Context: an optimization exercise on an open-source flow, tuned for small area and a short achievable clock period. The choices shown serve that exercise and are no tape-out recipe. Only simulation tests tie the RTL to the original design; equivalence was not proved. Power is estimated from default activity; no workload was simulated.

<file path="flow/run.sh">
#!/bin/bash
# synth_recipe.tcl (not shown) runs the flow's synth.tcl, then flattens the netlist and writes it again
# the make line also repeats each setting of config.mk as NAME=value (left out here)
make -C /OpenROAD-flow-scripts/flow DESIGN_CONFIG=/design/flow/config.mk WORK_HOME=/design/flow/orfs CLKGATE_MAP_FILE= SYNTH_SCRIPT=/design/flow/synth_recipe.tcl finish
</file>
<file path="flow/constraint.sdc">
create_clock -name core_clock -period 5.0 [get_ports {clk}]
set_input_delay 1.0000 -clock core_clock [delete_from_list [all_inputs] [get_ports {clk}]]
set_output_delay 1.0000 -clock core_clock [all_outputs]
set_load 0.01 [all_outputs]
</file>
<file path="flow/config.mk">
export PLATFORM = sky130hd
export DESIGN_NAME = can_fd_rx
export DESIGN_NICKNAME = can_fd_rx
export VERILOG_FILES = /design/flow/design.v
export SDC_FILE = /design/flow/constraint.sdc
export NUM_CORES = 4
export LEC_CHECK = 0
export ABC_CLOCK_PERIOD_IN_PS = 2000
export CAP_MARGIN = 20
export CORE_MARGIN = 2
export CORE_UTILIZATION = 40
export PLACE_DENSITY = 0.6
export SETUP_SLACK_MARGIN = 3.0
export SLEW_MARGIN = 20
</file>
<file path="flow/design.v">
module can_fd_rx (
    input  wire        clk,
    input  wire        rst,
    input  wire        fd_en,
    input  wire        pex_en,
    input  wire        rx_valid,
    input  wire        rx_bit,
    output reg         ev_hdr,
    output wire [28:0] hdr_ident,
    output reg         hdr_ide,
    output reg         hdr_rtr,
    output reg         hdr_fdf,
    output reg         hdr_brs,
    output reg         hdr_esi,
    output reg  [3:0]  hdr_dlc,
    output reg  [6:0]  hdr_len,
    output reg         ev_word,
    output wire [3:0]  word_idx,
    output wire [31:0] word_data,
    output reg         ev_ack,
    output reg         ev_valid,
    output reg         ev_end,
    output reg         ev_eofdom,
    output reg         ev_pex,
    output reg         ev_err,
    output wire [3:0]  err_kind,
    output wire [4:0]  err_field
);
    localparam [4:0] F_BASE_ID     = 5'h01;
    localparam [4:0] F_RTR_SRR     = 5'h02;
    localparam [4:0] F_IDE         = 5'h03;
    localparam [4:0] F_EXT_ID      = 5'h04;
    localparam [4:0] F_RTR2        = 5'h05;
    localparam [4:0] F_FDF         = 5'h06;
    localparam [4:0] F_RES         = 5'h07;
    localparam [4:0] F_BRS         = 5'h08;
    localparam [4:0] F_ESI         = 5'h09;
    localparam [4:0] F_DLC         = 5'h0A;
    localparam [4:0] F_DATA        = 5'h0B;
    localparam [4:0] F_STUFF_COUNT = 5'h0C;
    localparam [4:0] F_CRC         = 5'h0D;
    localparam [4:0] F_CRC_DELIM   = 5'h0E;
    localparam [4:0] F_ACK         = 5'h0F;
    localparam [4:0] F_ACK_DELIM   = 5'h10;
    localparam [4:0] F_EOF         = 5'h11;
    localparam [2:0] E_STUFF       = 3'h3;
    localparam [2:0] E_FORM        = 3'h4;
    localparam [2:0] E_CRC         = 3'h5;
    localparam [2:0] E_STUFF_COUNT = 3'h6;
    localparam [14:0] POLY15 = 15'h4599;
    localparam [16:0] POLY17 = 17'h1685B;
    localparam [20:0] POLY21 = 21'h102899;
    reg v, b, fe, pe;
    always @(posedge clk) begin
        v  <= rx_valid;
        b  <= rx_bit;
        fe <= fd_en;
        pe <= pex_en;
    end
    reg        active;
    reg [4:0]  cur;         
    reg [8:0]  cnt;         
    reg        fresh;       
    reg [2:0]  run;
    reg        last;
    reg        dyn;         
    reg        fixed;       
    reg [4:0]  sfield;      
    reg [2:0]  stuffc;      
    reg        scerr;       
    reg [14:0] crc15;
    reg [16:0] crc17;
    reg [20:0] crc21;
    reg [31:0] r;           
    reg [2:0]  ek;          
    assign hdr_ident = r[28:0];
    assign word_data = r;
    assign word_idx  = cnt[8:5];
    assign err_kind  = {1'b0, ek};
    assign err_field = cur;
    wire stuff_dyn = dyn & (run == 3'd5);
    wire is_stuff  = fixed | stuff_dyn;
    wire in_bit    = v & active;
    wire dbit      = in_bit & ~is_stuff;           
    wire sbit      = in_bit & is_stuff;            
    wire sof       = v & ~active & ~b;
    wire [8:0] cnt1 = fresh ? 9'd0 : cnt + 9'd1;   
    wire c_base = (cur == F_BASE_ID);
    wire c_ext  = (cur == F_EXT_ID);
    wire c_dlc  = (cur == F_DLC);
    wire c_data = (cur == F_DATA);
    wire c_sc   = (cur == F_STUFF_COUNT);
    wire c_crc  = (cur == F_CRC);
    wire c_eof  = (cur == F_EOF);
    wire c_msg  = ~cur[4] & ~(cur[3] & cur[2]);    
    wire c_crcs = c_msg | c_sc | c_crc;            
    wire wide   = hdr_len[6] | hdr_len[5] | (hdr_len[4] & (hdr_len[3] | hdr_len[2]));
    wire [1:0] lane    = cnt1[4:3];
    wire byte_done     = (cnt1[2:0] == 3'd7);
    wire last_byte     = ({1'b0, cnt1[8:3]} + 7'd1 == hdr_len);
    wire crc_ok = hdr_fdf ? (~scerr & (wide ? (crc21 == 21'd0) : (crc17 == 17'd0)))
                          : (crc15 == 15'd0);
    reg sc_exp;
    always @* begin
        case (cnt1[1:0])
            2'd0: sc_exp = stuffc[2];
            2'd1: sc_exp = stuffc[2] ^ stuffc[1];
            2'd2: sc_exp = stuffc[1] ^ stuffc[0];
            default: sc_exp = stuffc[0];
        endcase
    end
    function [6:0] data_len;
        input [3:0] d;
        input       fd;
        input       remote;
        begin
            if (fd) begin
                case (d)
                    4'd9:    data_len = 7'd12;
                    4'd10:   data_len = 7'd16;
                    4'd11:   data_len = 7'd20;
                    4'd12:   data_len = 7'd24;
                    4'd13:   data_len = 7'd32;
                    4'd14:   data_len = 7'd48;
                    4'd15:   data_len = 7'd64;
                    default: data_len = {3'd0, d};
                endcase
            end else if (remote) begin
                data_len = 7'd0;
            end else if (d[3]) begin
                data_len = 7'd8;
            end else begin
                data_len = {3'd0, d};
            end
        end
    endfunction
    wire [3:0] dlc_n = {hdr_dlc[2:0], b};
    wire [6:0] len_n = data_len(dlc_n, hdr_fdf, hdr_rtr);
    reg        a_n, fresh_n, dyn_n, fixed_n;
    reg [4:0]  cur_n, sfield_n;
    reg [2:0]  ek_n;
    reg        e_hdr, e_word, e_ack, e_valid, e_end, e_eofdom, e_pex, e_err;
    reg        ld_len;
    task fail;
        input [2:0] kind;
        begin
            e_err = 1'b1;
            ek_n  = kind;
            a_n   = 1'b0;
        end
    endtask
    task bad;
        begin
            if (pe) begin
                e_pex = 1'b1;
                a_n   = 1'b0;
            end else
                fail(E_FORM);
        end
    endtask
    task go;
        input [4:0] f;
        begin
            cur_n   = f;
            fresh_n = 1'b1;
        end
    endtask
    task end_data;
        begin
            if (hdr_fdf) begin
                dyn_n    = 1'b0;
                fixed_n  = 1'b1;
                sfield_n = F_STUFF_COUNT;
                go(F_STUFF_COUNT);
            end else
                go(F_CRC);
        end
    endtask
    always @* begin
        a_n = active; cur_n = cur; fresh_n = fresh; dyn_n = dyn; fixed_n = fixed;
        sfield_n = sfield; ek_n = ek;
        e_hdr = 1'b0; e_word = 1'b0; e_ack = 1'b0; e_valid = 1'b0;
        e_end = 1'b0; e_eofdom = 1'b0; e_pex = 1'b0; e_err = 1'b0;
        ld_len = 1'b0;
        if (sof) begin
            a_n = 1'b1; dyn_n = 1'b1; fixed_n = 1'b0;
            go(F_BASE_ID);
        end else if (sbit) begin
            if (b == last) begin
                fail(E_STUFF);
                cur_n = sfield;
            end else begin
                fixed_n = 1'b0;
                if (cur == F_CRC_DELIM) dyn_n = 1'b0;
            end
        end else if (dbit) begin
            sfield_n = cur;
            fresh_n  = 1'b0;
            if (c_eof) begin
                if (!b) begin
                    if (cnt1[2:0] != 3'd6)
                        fail(E_FORM);
                    else begin
                        e_eofdom = 1'b1;
                        a_n = 1'b0;
                    end
                end else if (cnt1[2:0] == 3'd5)
                    e_valid = 1'b1;
                else if (cnt1[2:0] == 3'd6) begin
                    e_end = 1'b1;
                    a_n = 1'b0;
                end
            end else begin
                case (cur)
                    F_BASE_ID: if (cnt1[3:0] == 4'd10) go(F_RTR_SRR);
                    F_RTR_SRR: go(F_IDE);
                    F_IDE:     go(b ? F_EXT_ID : F_FDF);
                    F_EXT_ID:  if (cnt1[4:0] == 5'd17) go(F_RTR2);
                    F_RTR2:    go(F_FDF);
                    F_FDF: begin
                        if (b) begin
                            if (!fe) bad;
                            else go(F_RES);
                        end else
                            go(hdr_ide ? F_RES : F_DLC);
                    end
                    F_RES: begin
                        if (!hdr_fdf) go(F_DLC);
                        else if (b) bad;
                        else go(F_BRS);
                    end
                    F_BRS: go(F_ESI);
                    F_ESI: go(F_DLC);
                    F_DLC: begin
                        if (cnt1[1:0] == 2'd3) begin
                            e_hdr = 1'b1;
                            ld_len = 1'b1;
                            if (len_n != 7'd0) go(F_DATA);
                            else end_data;
                        end
                    end
                    F_DATA: begin
                        if (byte_done) begin
                            if (lane == 2'd3 || last_byte) e_word = 1'b1;
                            if (last_byte) end_data;
                        end
                    end
                    F_STUFF_COUNT: begin
                        if (cnt1[1:0] == 2'd3) begin
                            fixed_n = 1'b1;
                            cur_n = F_CRC;
                        end
                    end
                    F_CRC: begin
                        if (hdr_fdf) begin
                            if (cnt1[1:0] == 2'd3) fixed_n = 1'b1;
                            if (cnt1[4:0] == (wide ? 5'd24 : 5'd20)) go(F_CRC_DELIM);
                        end else begin
                            if (cnt1[3:0] == 4'd14) begin
                                go(F_CRC_DELIM);
                                if (!(b == last && run == 3'd4)) dyn_n = 1'b0;
                            end
                        end
                    end
                    F_CRC_DELIM: begin
                        if (!b) fail(E_FORM);
                        else begin
                            if (crc_ok) e_ack = 1'b1;
                            go(F_ACK);
                        end
                    end
                    F_ACK: go(F_ACK_DELIM);
                    F_ACK_DELIM: begin
                        if (!b) fail(E_FORM);
                        else if (!crc_ok) fail((hdr_fdf & scerr) ? E_STUFF_COUNT : E_CRC);
                        else go(F_EOF);
                    end
                    default: a_n = 1'b0;
                endcase
            end
        end
    end
    integer i;
    always @(posedge clk) begin
        if (rst) begin
            active    <= 1'b0;
            ev_hdr    <= 1'b0;
            ev_word   <= 1'b0;
            ev_ack    <= 1'b0;
            ev_valid  <= 1'b0;
            ev_end    <= 1'b0;
            ev_eofdom <= 1'b0;
            ev_pex    <= 1'b0;
            ev_err    <= 1'b0;
        end else begin
            active    <= a_n;
            ev_hdr    <= e_hdr;
            ev_word   <= e_word;
            ev_ack    <= e_ack;
            ev_valid  <= e_valid;
            ev_end    <= e_end;
            ev_eofdom <= e_eofdom;
            ev_pex    <= e_pex;
            ev_err    <= e_err;
        end
        cur <= cur_n; fresh <= fresh_n; dyn <= dyn_n; fixed <= fixed_n;
        sfield <= sfield_n; ek <= ek_n;
        if (sof) begin
            run <= 3'd1;
            last <= 1'b0;
            stuffc <= 3'd0;
        end else if (in_bit) begin
            last <= b;
            if (is_stuff) begin
                run <= 3'd1;
                if (stuff_dyn) stuffc <= stuffc + 3'd1;
            end else
                run <= (b == last) ? run + 3'd1 : 3'd1;
        end
        if (dbit) cnt <= cnt1;
        if (!active) begin
            crc15 <= 15'd0;
            crc17 <= POLY17;
            crc21 <= POLY21;
        end else if (in_bit && c_crcs) begin
            if (!is_stuff)
                crc15 <= {crc15[13:0], 1'b0} ^ ((b ^ crc15[14]) ? POLY15 : 15'd0);
            if (!fixed) begin
                crc17 <= {crc17[15:0], 1'b0} ^ ((b ^ crc17[16]) ? POLY17 : 17'd0);
                crc21 <= {crc21[19:0], 1'b0} ^ ((b ^ crc21[20]) ? POLY21 : 21'd0);
            end
        end
        if (dbit && c_sc)
            scerr <= (fresh ? 1'b0 : scerr) | (b ^ sc_exp);
        if (!active)
            r[17:0] <= 18'd0;
        if (dbit && (c_base || c_ext)) begin
            r <= {r[30:0], b};
        end else if (dbit && c_data) begin
            for (i = 0; i < 4; i = i + 1) begin
                if (lane == i[1:0])
                    r[8*i +: 8] <= {r[8*i +: 7], b};
                else if (lane < i[1:0])
                    r[8*i +: 8] <= {r[8*i +: 7], 1'b0};
            end
        end
        if (dbit) begin
            if (cur == F_RTR_SRR || cur == F_RTR2) hdr_rtr <= b;
            if (cur == F_IDE) hdr_ide <= b;
            if (cur == F_FDF) hdr_fdf <= b;
            if (cur == F_BRS) hdr_brs <= b;
            if (cur == F_ESI) hdr_esi <= b;
            if (c_dlc) hdr_dlc <= dlc_n;
        end
        if (sof) begin
            hdr_brs <= 1'b0;
            hdr_esi <= 1'b0;
        end
        if (ld_len) hdr_len <= len_n;
    end
endmodule
</file>
==> reports/metrics.yaml, run 1 <==
outcome: "no timing/DRC/antenna violations"
critical_path.max_fanout: 5
nNetsFinal: 1119
yosysSeqAreaShare_pct: 44.0
drt_first_iter_violations: 589
gp_routability_congestion: 0.952
die_width_um: 143
clock_latency_ns: 0.43
grt_antenna_before_repair: 1
worst_slew_margin_rel_pct: 42.8
most_frequent_standard_cell_in_the_layout_excluding_fill_and_tap_cells: "sky130_fd_sc_hd__nand2_1"
core_um2: 18800
synthesis.nets: 929
area_growth_from_synthesis_to_layout_pct: 44.8
die-height_um: 143
grt_start_max_net_pins: 73
setup-violations-final: 0
worstHoldPathType: "register to register"
totalNegativeSetupSlack_ns: 0
worstMarginPinSlew_ns: 0.855
finalWorstPathRequiredPeriod_ns: 3.04
n_fill_cell: 1625
finalCoreUtilization_pct: 59.4
synth.distinct_cells: 74
grt_pass1_vias: 6686
cellLeakagePower_nw: 4.31
io_pins: 104
global_route.overflow_total: 0
cts_inserted_buffers: 17
critPathSlowestCell: "sky130_fd_sc_hd__edfxtp_1"
multi_input_area_um2: 4480
timing.critical_path.arrival_ns: 3.38
placement_rows: 50
max_clock_freq_mhz: 329
critPathMaxStageDelay_ns: 0.43
power_density_nw_per_um2: 264
worst-endpoint-required_ns: 5.34
initial_core_util_pct: 41.0
timing.max_cap.violations: 0
final_design_area_no_fill_um2: 11200
clk_pin_slew_worst_paths_ns: 0.06
grt_pass1_wl_um: 36800
post-route-period-util_pct: 60.7
clk_path_buf_depth: 2
timing_worst_setup_path_type: "register to register"
timing.critical_path.buf_inv: 1
total_area_of_sequential_cells_um2: 3460
cts_num_sinks: 147
ant_nets: 0
viasPerCell: 5.45
detailed_place.area_um2: 8870
hold_buffers_post_cts: 0
via_count: 7489
detailedPlacementHpwl_um: 14900
startpoint_type: "register"
yosys_reg_bits: 147
cts_root_buffer: "sky130_fd_sc_hd__clkbuf_16"
worstPathCellList: "and3_4, mux2i_4, clkinv_4, ha_4, xor2_4, o2111ai_2, o311ai_2, nand3b_1, mux2i_2, o2111ai_4, a221oi_4, mux2i_1"
cts-htree-levels: 4
cp-end-kind: "register"
ys_warn_count: 1
cts_tree: "built"
post-layout-total-power_w: 0.00295
clock_skew_ns: 0.0107
asyncSetResetFlopFracSynth_pct: 0
largest_delay_share_family_worst_path: "compound AO/OA/AOI/OAI gates"
synth-edff-count: 46
grt_util_all_layers_pct: 23.3
max-vdd-ir-drop_uv: 302
ys.flop_type: "sky130_fd_sc_hd__dfxtp_1"
post_drt_wl_per_cell_um: 18.3
design.die.area_um2: 20400
number_of_iterations_in_the_first_detailed_routing_pass: 5
share_of_final_layout_standard_cells_stronger_than_drive_strength_1_pct: 38.0
finalHoldViolCount: 0
finalWirelength_um: 25100
synth_cells: 910
grt_setup_unrepaired: "true"
synth.cell_area_um2: 7730
report.final.slew_viol_count: 0
syn_area_per_cell_um2: 8.49
numPortBuffers: 102
most-common-layout-cells: "sky130_fd_sc_hd__nand2_1 (175), sky130_fd_sc_hd__buf_4 (96), sky130_fd_sc_hd__buf_6 (73)"
remaining_drc_errors: 0
[path summary, 6_finish.rpt]
kind	from	to	slack [ns]	cells after the start
setup / recovery	cnt[0]	cur[2]	1.96	12
hold / removal	r[30]	r[31]	0.45	0
setup reg to reg	cnt[0]	cur[2]	1.96	12
hold reg to reg	r[30]	r[31]	0.45	0
[logic make-up (layout without fill, tap and decap cells)]
family,after synthesis,count (layout),share of synthesized area [%]
buf+inv,101,301,6.70
fa+ha+maj,13,13,2.10
compound gates,197,198,17.2
other cells,1,2,0.0485
xor+xnor,36,36,4.08
flops,147,147,44.0
mux,14,14,2.04
simple gates,401,403,23.8
[synth_stat cells, types with 5 or more instances]
cell type                  count  area (µm²)
sky130_fd_sc_hd__nor3_1       16        80.1
sky130_fd_sc_hd__and2_1        6        37.5
sky130_fd_sc_hd__nor2b_1       9        56.3
sky130_fd_sc_hd__nor2_1       67         251
sky130_fd_sc_hd__a31oi_1      13        81.3
sky130_fd_sc_hd__o211ai_1      8        60.1
sky130_fd_sc_hd__or2_2         5        31.3
sky130_fd_sc_hd__a21oi_1      31         155
sky130_fd_sc_hd__xor2_1        6        52.6
sky130_fd_sc_hd__edfxtp_1     46        1380
sky130_fd_sc_hd__o21ai_0      52         260
sky130_fd_sc_hd__clkbuf_1     45         169
sky130_fd_sc_hd__inv_1        15        56.3
sky130_fd_sc_hd__nand2b_1      5        31.3
sky130_fd_sc_hd__nand4_1      12        75.1
sky130_fd_sc_hd__or3_1         7        43.8
sky130_fd_sc_hd__mux2i_1      11         110
sky130_fd_sc_hd__a21boi_0     38         285
sky130_fd_sc_hd__nand2_1     196         736
sky130_fd_sc_hd__buf_4        35         263
sky130_fd_sc_hd__xnor2_1      30         263
sky130_fd_sc_hd__dfxtp_1     101        2020
sky130_fd_sc_hd__ha_1         13         163
sky130_fd_sc_hd__nor4_1       16         100
sky130_fd_sc_hd__nand3_1      42         210
[report_power, final]
group          switching (W)  total (W)  internal [W]
Combinational       0.000200   0.000353      0.000153
Sequential         0.0000289    0.00128       0.00125
Clock               0.000536    0.00132      0.000784
Total               0.000764    0.00295       0.00219
[metal layers]
metal  wire length [µm]  track usage, %
met2              11900            36.9
met3               1630            6.10
met5                  0               0
met1              10900            30.9
met4                697            7.97
[stage by stage]
stage / cells / setup WS, ns / hold slack (ns)
CTS: 1310 / 1.97 / 0.448
global route: 1373 / 1.81 / 0.477
floorplan: 910 / 2.10 / 0.449
detailed placement: 1195 / 1.68 / 0.438
finish: 1374 / 1.96 / 0.448
global placement: 1195 / 1.78 / 0.438
[timing repair]
action | 4_1_cts | 5_1_grt
buffers inserted | 79 | 60
gates cloned | 4 | 3
endpoints found under the setup margin | 232 | 187
pin swaps | 21 | 49
gates resized for setup | 487 | 138
[sequential cells by signal (all words and copies together), names as in the netlist, 5 cells and up]
name,flops
cnt,9
r,32
crc17,17
crc21,21
hdr_len,7
crc15,15
sfield,5
cur,5
[cell type report]
| cell class | instances | share of cell area [%] |
|---|---|---|
| multi-input cells | 665 | 40.0 |
| flip-flops and latches | 147 | 30.9 |
| repair buffers | 251 | 19.8 |
| clock buffers | 22 | 4.53 |
| well taps | 260 | 2.91 |
| clock inverters | 10 | 0.962 |
| inverters | 18 | 0.805 |
| diodes | 1 | 0.0224 |
==> run 2, diff against run 1 <==
==> flow/config.mk (replaced) <==
export PLATFORM = sky130hd
export DESIGN_NAME = can_fd_rx
export DESIGN_NICKNAME = can_fd_rx
export VERILOG_FILES = /design/flow/design.v
export SDC_FILE = /design/flow/constraint.sdc
export NUM_CORES = 4
export LEC_CHECK = 0
export CAP_MARGIN = 20
export CORE_MARGIN = 2
export CORE_UTILIZATION = 40
export PLACE_DENSITY = 0.6
export SLEW_MARGIN = 20
==> reports/metrics.yaml, run 2 <==
outcome: "no timing/DRC/antenna violations"
post-synth-top-count-cell: "sky130_fd_sc_hd__nand2_1"
drt_first_iter_violations: 704
cts_repair_resize_count: 0
detailedPlace.worstSlack_ns: 1.43
worst_slew_margin_rel_pct: 32.7
cts_root_buffer: "sky130_fd_sc_hd__clkbuf_16"
most_frequent_standard_cell_in_the_layout_excluding_fill_and_tap_cells: "sky130_fd_sc_hd__nand2_1"
post_drt_wl_per_cell_um: 16.9
worstHoldPathType: "register to register"
reg.largest.list: "r x32, crc21 x21, crc17 x17"
worst-endpoint-required_ns: 5.32
post-cts-setup-buffer-count: 0
yosys-top-cells-area: "sky130_fd_sc_hd__dfxtp_1 (26%), sky130_fd_sc_hd__edfxtp_1 (18%), sky130_fd_sc_hd__nand2_1 (9.5%)"
viasPerCell: 5.42
grt_util_all_layers_pct: 20.6
synth-edff-count: 46
antenna_cells_inserted: 0
n_fill_cell: 1815
detailed_place.area_um2: 8710
design.die.area_um2: 20400
io_pins: 104
finalWirelength_um: 20700
yosys_reg_bits: 147
numPortBuffers: 102
share_of_final_layout_standard_cells_stronger_than_drive_strength_1_pct: 6.70
yosysSeqAreaShare_pct: 44.0
ant_nets: 0
largest_reg_flops: 32
placement_rows: 50
detailedPlacementHpwl_um: 14300
placed_cells_incl_taps: 1198
asyncSetResetFlopFracSynth_pct: 0
grt_pass1_wl_um: 33000
regMostFlops: "r"
most-common-layout-cells: "sky130_fd_sc_hd__nand2_1 (196), sky130_fd_sc_hd__clkdlybuf4s50_1 (102), sky130_fd_sc_hd__dfxtp_1 (99)"
cts_tree: "built"
clock_latency_ns: 0.42
critical_path.max_fanout: 15
power_density_nw_per_um2: 304
regToRegSetupSlack_ns: 1.35
grt_setup_unrepaired: "false"
totalNegativeSetupSlack_ns: 0
clk_pin_slew_worst_paths_ns: 0.06
cp-end-kind: "register"
nNetsFinal: 976
grt_antenna_before_repair: 0
die_width_um: 143
area_growth_from_synthesis_to_layout_pct: 20.6
timing_worst_setup_path_type: "register to register"
worstMarginPinSlew_ns: 1.00
synth.cell_area_um2: 7730
grt_pass1_vias: 6055
ys_warn_count: 1
final-instance-count-excl-fill: 1230
crit-reg2reg-capture: "cur[1]"
synth_commonest_cells: "sky130_fd_sc_hd__nand2_1 (196), sky130_fd_sc_hd__dfxtp_1 (101), sky130_fd_sc_hd__nor2_1 (67)"
timing.critical_path.arrival_ns: 3.96
cts-htree-levels: 4
global_route.overflow_total: 0
hold_buffers_post_cts: 0
post-layout-total-power_w: 0.00283
cellLeakagePower_nw: 3.16
final_design_area_no_fill_um2: 9320
synth_cells: 910
r2r_start: "fresh"
max-vdd-ir-drop_uv: 236
core_um2: 18800
finalWorstPathRequiredPeriod_ns: 3.65
die-height_um: 143
via_count: 6672
hold-path-cell-count: 0
initial_core_util_pct: 41.0
synth_top_cell_area_share_pct: 26.2
report.final.slew_viol_count: 0
synth.largest_area_cell: "sky130_fd_sc_hd__dfxtp_1"
post-route-period-util_pct: 73.0
hold-path-endpoint: "r[30]"
clock_skew_ns: 0.00754
worst-r2r-cell-count: 11
ys.flop_type: "sky130_fd_sc_hd__dfxtp_1"
remaining_drc_errors: 0
finalHoldViolCount: 0
max_clock_freq_mhz: 274
cts_num_sinks: 147
layout_setup_ws_ns: 1.35
syn_area_per_cell_um2: 8.49
startpoint_type: "register"
clk_path_buf_depth: 2
synth.distinct_cells: 74
grt_start_max_net_pins: 77
setup-violations-final: 0
synthesis.nets: 929
cts_inserted_buffers: 17
gp_routability_congestion: 0.951
min-delay-start: "r[29]"
number_of_iterations_in_the_first_detailed_routing_pass: 5
timing.max_cap.violations: 0
[run 2: cell counts after synthesis]
Identical to the previous run, type by type.
[run 2: worst max-delay path by stage]
stage	startpoint	end	slack [ns]	cells past startpoint
final	fresh	cur[1]	1.35	11
after global routing	fresh	cur[1]	1.19	11
after CTS	fresh	cur[1]	1.39	11
after detailed placement	fresh	cur[1]	1.43	11
after global placement	cnt[0]	cur[1]	1.48	11
after floorplan	cnt[0]	cur[1]	1.76	11
[run 2: metal layers]
metal	routed length (µm)	vias up	share of wire, %	global-route usage (%)
met3	1190	40	5.7	4.12
met4	405	0	2.0	6.72
met2	9710	232	47	32.4
li1	-	3265	-	-
met1	9430	3135	45	28.3
met5	0	-	0	0
[run 2: cells by family (layout without fill, tap and decap cells)]
group | after synthesis | count (layout) | synth area share, %
flops | 147 | 147 | 44.0
mux | 14 | 14 | 2.04
fa+ha+maj | 13 | 13 | 2.10
compound gates | 197 | 197 | 17.2
other cells | 1 | 1 | 0.0485
buf+inv | 101 | 161 | 6.70
xor+xnor | 36 | 36 | 4.08
simple gates | 401 | 401 | 23.8
[run 2: layout make-up]
type                    count  area (µm²)  share of cell area, %
multi-input cells         662        3810                   40.9
flip-flops and latches    147        3410                   36.5
repair buffers            111        1090                   11.7
clock buffers              22         507                   5.44
well taps                 260         325                   3.49
clock inverters            10         106                   1.14
inverters                  18        72.6                  0.779
[run 2: worst max-delay path: stages (launching register included)]
cell and delay (ns):
sky130_fd_sc_hd__dfxtp_1 0.72, sky130_fd_sc_hd__nor2b_1 0.16, sky130_fd_sc_hd__mux2i_4 0.31, sky130_fd_sc_hd__clkinv_4 0.18, sky130_fd_sc_hd__ha_1 0.29, sky130_fd_sc_hd__xor2_1 0.20, sky130_fd_sc_hd__o311ai_0 0.46, sky130_fd_sc_hd__nand3b_1 0.15
sky130_fd_sc_hd__mux2i_2 0.21, sky130_fd_sc_hd__o2111ai_2 0.23, sky130_fd_sc_hd__a211o_1 0.38, sky130_fd_sc_hd__a32o_1 0.25
[run 2: stage by stage]
step           hold WS (ns)  utilization [%]
6_report              0.456             49.5
5_1_grt               0.475             49.5
4_1_cts               0.465             49.5
3_5_place_dp          0.450             46.2
3_3_place_gp          0.447             46.2
2_1_floorplan         0.449                -
[run 2: power breakdown]
group / internal [W] / switching [W] / total [W]
registers: 0.00125 / 0.0000299 / 0.00128
logic: 0.0000883 / 0.000147 / 0.000235
clock network: 0.000784 / 0.000534 / 0.00132
total: 0.00212 / 0.000711 / 0.00283

==> re-timing with driven ports <==
The results above use ideal ports. As a check the final layouts listed here were re-extracted and re-timed, cells and wires unchanged.
Step 1 sets driving cells, clkbuf_16 on the clock port and buf_2 on the other inputs (assumed; they add their load-dependent delay and slew).
Step 2 adds t to the input delays and takes it off the output delays; t is the mean of the earliest and latest rising clock arrival at the registers after step 1. Input paths then give back, and output paths get back, about the clock's delay inside the block.
a / b / c = ideal ports / drivers / drivers and shift; a / b = the first two.
| run | t, ns | setup WS [ns] | worst slew at a driven data input, ns |
|---|---|---|---|
| run 1 | 0.466 | 1.963 / 1.963 / 1.963 | 0.05 |
| run 2 | 0.463 | 1.352 / 1.352 / 1.352 | 0.03 |
After both steps setup and hold are still met in every run listed.
